Context: an optimization exercise on an open-source flow, tuned for small area. The choices shown serve that exercise and are no tape-out recipe.
RTL that was checked went through simulation tests only; none was proved equivalent to the original.
Power is estimated from default activity; no workload was simulated.

== run 1 ==
## irsar_link_rx
module irsar_link_rx (
    input  wire        clk,
    input  wire        rst,           
    input  wire        sym_valid,
    input  wire [9:0]  sym,           
    output wire        pay_valid,
    output wire [7:0]  pay_data,
    output reg  [6:0]  pay_index,
    output wire        hdr_valid,
    output wire [7:0]  hdr_opc,
    output wire [7:0]  hdr_hop,
    output wire [2:0]  hdr_tag,
    output wire        hdr_rsp,
    output wire        hdr_late,
    output wire        hdr_lin,
    output reg  [6:0]  hdr_len,
    output wire        frm_done,
    output wire        frm_ok,
    output wire [2:0]  frm_err,
    output wire [15:0] frm_crc,
    output reg         in_frame,
    output reg         rd_pos,
    output wire [15:0] cnt_ok,
    output wire [15:0] cnt_rej,
    output wire [15:0] cnt_cerr
);
Settings: LEC_CHECK=0, CAP_MARGIN=20, CORE_MARGIN=2, CORE_UTILIZATION=40, GPL_TIMING_DRIVEN=0, SLEW_MARGIN=20, BUFFER_PORTS_ARGS=-buffer_cell sky130_fd_sc_hd__buf_1, CTS_ARGS=-sink_clustering_enable -repair_clock_nets -dont_use_dummy_load -root_buf sky130_fd_sc_hd__clkbuf_8 -buf_list sky130_fd_sc_hd__clkbuf_4 -sink_clustering_size 24 -sink_clustering_max_diameter 60, REMOVE_ABC_BUFFERS=1; clock period 8.0 ns.
standard.sh (not shown) runs the stock make flow with config.mk's settings and CLKGATE_MAP_FILE= SYNTH_SCRIPT=/design/flow/synth_recipe.tcl, a recipe that flattens the netlist after the stock synthesis.
==> flow/flow/run.sh <==
#!/bin/bash
# Layout flow: the standard ORFS flow (standard.sh) with three changes that only make
# the layout smaller:
#  - synthesis is the standard flow's own script with an area-oriented ABC mapping script (area.abc)
#    in place of ORFS's delay-oriented one; registers come out as in the standard synthesis
#  - the port buffers are the smallest buffer cell (each output drives a fixed 0.01 pF)
#  - extra ORFS settings from extra.mk, if present
set -euo pipefail
here=$(pwd)
export AREA_ABC_SCRIPT=$here/flow/area.abc
export FLOW_SYNTH_TCL=$here/synth_recipe.tcl
cat >> config.mk <<'CFG'
export BUFFER_PORTS_ARGS = -buffer_cell sky130_fd_sc_hd__buf_1
CFG
if [[ -f flow/extra.mk ]]; then cat flow/extra.mk >> config.mk; fi
bash standard.sh SYNTH_SCRIPT=$here/flow/area_synth.tcl finish > standard_flow.log 2>&1
==> flow/flow/extra.mk <==
export CTS_ARGS = -sink_clustering_enable -repair_clock_nets -dont_use_dummy_load -root_buf sky130_fd_sc_hd__clkbuf_8 -buf_list sky130_fd_sc_hd__clkbuf_4 -sink_clustering_size 24 -sink_clustering_max_diameter 60
export REMOVE_ABC_BUFFERS = 1
export ADDER_MAP_FILE =
Other scripts of this flow, unchanged in this note and not shown: flow/flow/area.abc, flow/flow/area_synth.tcl
Relative to run 1, the following input files were edited for run 4:
- CTS_ARGS changed from -sink_clustering_enable -repair_clock_nets -dont_use_dummy_load -root_buf sky130_fd_sc_hd__clkbuf_8 -buf_list sky130_fd_sc_hd__clkbuf_4 -sink_clustering_size 24 -sink_clustering_max_diameter 60 to -repair_clock_nets -dont_use_dummy_load -buf_list sky130_fd_sc_hd__clkbuf_8
==> flow/flow/extra.mk <==
export CTS_ARGS = -repair_clock_nets -dont_use_dummy_load -buf_list sky130_fd_sc_hd__clkbuf_8
export REMOVE_ABC_BUFFERS = 1
export ADDER_MAP_FILE =
Notes after the runs:
Both conditions hold for run 4: the flow ran to the end and the final layout passed the timing, DRC and antenna checks.
Status: part of the total power dissipated in combinational logic parity (run 1, run 4)
Count of buffer and inverter cells on the critical path: run 1 vs run 4, no meaningful difference
Synthesis-to-layout area growth essentially unchanged between run 1 and run 4.
From run 1 to run 4 the numbers moved as follows: share of the cycle needed by the critical path after routing level, non-clock buffer count roughly the same.

========
## JK
Another version of the RTL of irsar_link_rx (not shown whole).
Size: ~620 cells after synthesis, about 110 flip-flops, about 130 I/O pins, ~5900 µm² of cells after synthesis.
Settings: LEC_CHECK=0, CAP_MARGIN=20, CORE_MARGIN=2, CORE_UTILIZATION=40, GPL_TIMING_DRIVEN=0, SLEW_MARGIN=20, BUFFER_PORTS_ARGS=-buffer_cell sky130_fd_sc_hd__buf_1, CTS_ARGS=-sink_clustering_enable -repair_clock_nets -dont_use_dummy_load -buf_list sky130_fd_sc_hd__clkbuf_8 -sink_clustering_size 24 -sink_clustering_max_diameter 60, REMOVE_ABC_BUFFERS=1; clock period 8.0 ns.
==> flow/flow/area.abc <==
strash
dch -f
map -a
mfs2
strash
dch -f
map -a
mfs2
strash
&get -n
&st
&dch -f
&nf -a -R 1000
&put
topo
==> flow/flow/area_synth.tcl <==
# The standard flow's synthesis (synth_recipe.tcl) with an area-oriented ABC script in place of ORFS's
# delay-oriented one; everything else, registers included, is as the standard synthesis makes it
proc abc {args} {
  set i [lsearch -exact $args -script]
  if {$i >= 0} { lset args [expr {$i + 1}] $::env(AREA_ABC_SCRIPT) }
  yosys abc {*}$args
}
source $::env(FLOW_SYNTH_TCL)
==> flow/flow/extra.mk <==
export CTS_ARGS = -sink_clustering_enable -repair_clock_nets -dont_use_dummy_load -buf_list sky130_fd_sc_hd__clkbuf_8 -sink_clustering_size 24 -sink_clustering_max_diameter 60
export REMOVE_ABC_BUFFERS = 1
Scripts as last shown in full above: flow/flow/run.sh
Input-level comparison between MS and JK:
==> flow/flow/area.abc <==
strash
&get -n
&st
&dch -f
&nf -a -R 1000
&put
mfs2
strash
&get -n
&st
&dch -f
&nf -a -R 1000
&put
mfs2
strash
&get -n
&st
&dch -f
&nf -a -R 1000
&put
mfs2
strash
&get -n
&st
&dch -f
&nf -a -R 1000
&put
mfs2
strash
&get -n
&st
&dch -f
&nf -a -R 1000
&put
mfs2
strash
&get -n
&st
&dch -f
&nf -a -R 1000
&put
mfs2
strash
&get -n
&st
&dch -f
&nf -a -R 1000
&put
mfs2
strash
&get -n
&st
&dch -f
&nf -a -R 1000
&put
mfs2
strash
&get -n
&st
&dch -f
&nf -a -R 1000
&put
mfs2
strash
&get -n
&st
&dch -f
&nf -a -R 1000
&put
mfs2
strash
&get -n
&st
&dch -f
&nf -a -R 1000
&put
mfs2
strash
&get -n
&st
&dch -f
&nf -a -R 1000
&put
mfs2
strash
&get -n
&st
&dch -f
&nf -a -R 1000
&put
mfs2
strash
&get -n
&st
&dch -f
&nf -a -R 1000
&put
mfs2
strash
&get -n
&st
&dch -f
&nf -a -R 1000
&put
mfs2
strash
&get -n
&st
&dch -f
&nf -a -R 1000
&put
mfs2
strash
&get -n
&st
&dch -f
&nf -a -R 1000
&put
mfs2
strash
&get -n
&st
&dch -f
&nf -a -R 1000
&put
mfs2
strash
&get -n
&st
&dch -f
&nf -a -R 1000
&put
mfs2
strash
&get -n
&st
&dch -f
&nf -a -R 1000
&put
mfs2
strash
&get -n
&st
&dch -f
&nf -a -R 1000
&put
mfs2
strash
&get -n
&st
&dch -f
&nf -a -R 1000
&put
mfs2
strash
&get -n
&st
&dch -f
&nf -a -R 1000
&put
mfs2
strash
&get -n
&st
&dch -f
&nf -a -R 1000
&put
mfs2
strash
&get -n
&st
&dch -f
&nf -a -R 1000
&put
mfs2
strash
&get -n
&st
&dch -f
&nf -a -R 1000
&put
mfs2
strash
&get -n
&st
&dch -f
&nf -a -R 1000
&put
mfs2
strash
&get -n
&st
&dch -f
&nf -a -R 1000
&put
mfs2
strash
&get -n
&st
&dch -f
&nf -a -R 1000
&put
mfs2
strash
&get -n
&st
&dch -f
&nf -a -R 1000
&put
==> flow/flow/extra.mk <==
export CTS_ARGS = -sink_clustering_enable -repair_clock_nets -dont_use_dummy_load -buf_list sky130_fd_sc_hd__clkbuf_8 -sink_clustering_size 24 -sink_clustering_max_diameter 60
export REMOVE_ABC_BUFFERS = 1
export ADDER_MAP_FILE =
## What came out
Taking JK as the reference, in MS share of flip-flops with an asynchronous set or reset after synthesis ~0 delta, post-synthesis instance total went down 34, die footprint moved down. Compared with JK, MS shows a lower post-synthesis share of cell area spent on full adders, half adders and majority gates. Final instance count without filler cells (MS vs. JK) decreases by a few percent.

========
irsar_link_rx, a different RTL version from the one above (not shown whole).
Size in the first run: roughly 110 flip-flops, about 130 I/O pins.
export LEC_CHECK = 0
export CAP_MARGIN = 20
export CORE_MARGIN = 2
export CORE_UTILIZATION = 40
export SLEW_MARGIN = 20
export BUFFER_PORTS_ARGS = -buffer_cell sky130_fd_sc_hd__buf_1
create_clock -name core_clock -period 8.0 [get_ports {clk}]
==> flow/flow/run.sh <==
#!/bin/bash
# Layout flow: the standard ORFS flow, with the port buffers made of the smallest
# buffer cell (an output port drives only its fixed 0.01 pF load).
set -euo pipefail
cat >> config.mk <<'CFG'
export BUFFER_PORTS_ARGS = -buffer_cell sky130_fd_sc_hd__buf_1
CFG
bash standard.sh > standard_flow.log 2>&1
Rerun with:
==> flow/flow/run.sh (replaced) <==
#!/bin/bash
# Layout flow: the standard ORFS flow (standard.sh) with three changes that only make
# the layout smaller:
#  - synthesis is the standard flow's own script with an area-oriented ABC mapping script (area.abc)
#    in place of ORFS's delay-oriented one; registers come out as in the standard synthesis
#  - the port buffers are the smallest buffer cell (each output drives a fixed 0.01 pF)
#  - extra ORFS settings from extra.mk, if present
set -euo pipefail
here=$(pwd)
export AREA_ABC_SCRIPT=$here/flow/area.abc
export FLOW_SYNTH_TCL=$here/synth_recipe.tcl
cat >> config.mk <<'CFG'
export BUFFER_PORTS_ARGS = -buffer_cell sky130_fd_sc_hd__buf_1
CFG
if [[ -f flow/extra.mk ]]; then cat flow/extra.mk >> config.mk; fi
bash standard.sh SYNTH_SCRIPT=$here/flow/area_synth.tcl finish > standard_flow.log 2>&1
==> flow/flow/area.abc (new file) <==
strash
dch -f
map -a
mfs2
strash
dch -f
map -a
mfs2
strash
&get -n
&st
&dch -f
&nf -a -R 1000
&put
topo
==> flow/flow/area_synth.tcl (new file) <==
# The standard flow's synthesis (synth_recipe.tcl) with an area-oriented ABC script in place of ORFS's
# delay-oriented one; everything else, registers included, is as the standard synthesis makes it
proc abc {args} {
  set i [lsearch -exact $args -script]
  if {$i >= 0} { lset args [expr {$i + 1}] $::env(AREA_ABC_SCRIPT) }
  yosys abc {*}$args
}
source $::env(FLOW_SYNTH_TCL)
==> flow/flow/extra.mk (new file) <==
export CTS_ARGS = -sink_clustering_enable -repair_clock_nets -buf_list sky130_fd_sc_hd__clkbuf_4 -sink_clustering_size 24 -sink_clustering_max_diameter 60
CTS_ARGS = -sink_clustering_enable -repair_clock_nets -buf_list sky130_fd_sc_hd__clkbuf_4 -sink_clustering_size 24 -sink_clustering_max_diameter 60   (was unset)
GPL_TIMING_DRIVEN = 0   (was unset)
=>
- sequential power went down by 3.8%
- core utilization came out higher by 3.1 points
- count of clock-buffer cells in the layout goes down by 9
- setup slack gets worse by 0.15 ns
- clock power decreases by 34%
- via count went down by 6.8%
Rerun with:
CTS_ARGS = unset   (was -sink_clustering_enable -repair_clock_nets -buf_list sky130_fd_sc_hd__clkbuf_4 -sink_clustering_size 24 -sink_clustering_max_diameter 60)
GPL_TIMING_DRIVEN = unset   (was 0)
removed: flow/flow/extra.mk
- non-clock buffer count went up by 43
- clock skew fell by 0.0065 ns
- wire length went up by 5.4%
- core utilization rises by 2.8 points
No functional check of the RTL was part of any run of this note.

[port drivers added, routing unchanged]
The flow's constraints put no driver on any port. The routed layouts listed below were extracted and timed again, unchanged, in two steps. Step 1 sets driving cells, clkbuf_16 on the clock port and buf_2 on the other inputs (assumed; they add their load-dependent delay and slew). Step 2 also shifts input and output timing later by t, the mid clock arrival at the registers, as if the neighbouring blocks saw the same clock. a / b / c = no drivers / after step 1 / after step 2; a / b = the first two.
run | shift t [ns] | slack for setup (ns) | clock arrival spread, ns | slew at the worst register clock pin (ns) | pins driven straight from the clock port
run 1 | 0.401 | 0.455 / 0.471 / 0.070 | 0.023 / 0.022 | 0.10 / 0.10 | 1
run 4 | 0.401 | 0.455 / 0.471 / 0.070 | 0.023 / 0.022 | 0.10 / 0.10 | 1
JK | 0.382 | 0.837 / 0.847 / 0.465 | 0.030 / 0.030 | 0.11 / 0.11 | 1
MS | 0.399 | 0.706 / 0.717 / 0.318 | 0.022 / 0.022 | 0.10 / 0.10 | 1
the first run of note 3 | 0.448 | 0.394 / 0.417 / -0.031 | 0.007 / 0.008 | 0.05 / 0.05 | 1
the second run of note 3 | 0.551 | 0.246 / 0.243 / -0.308 | 0.015 / 0.016 | 0.12 / 0.12 | 1
the third run of note 3 | 0.442 | 0.402 / 0.416 / -0.025 | 0.007 / 0.007 | 0.05 / 0.05 | 1
With both steps, setup timing fails in the first run of note 3, the second run of note 3 and the third run of note 3, where it was met with ideal ports. For the second run of note 3, which loses most, drivers alone change the setup slack by -0.003 ns; drivers and shift together by -0.554 ns.
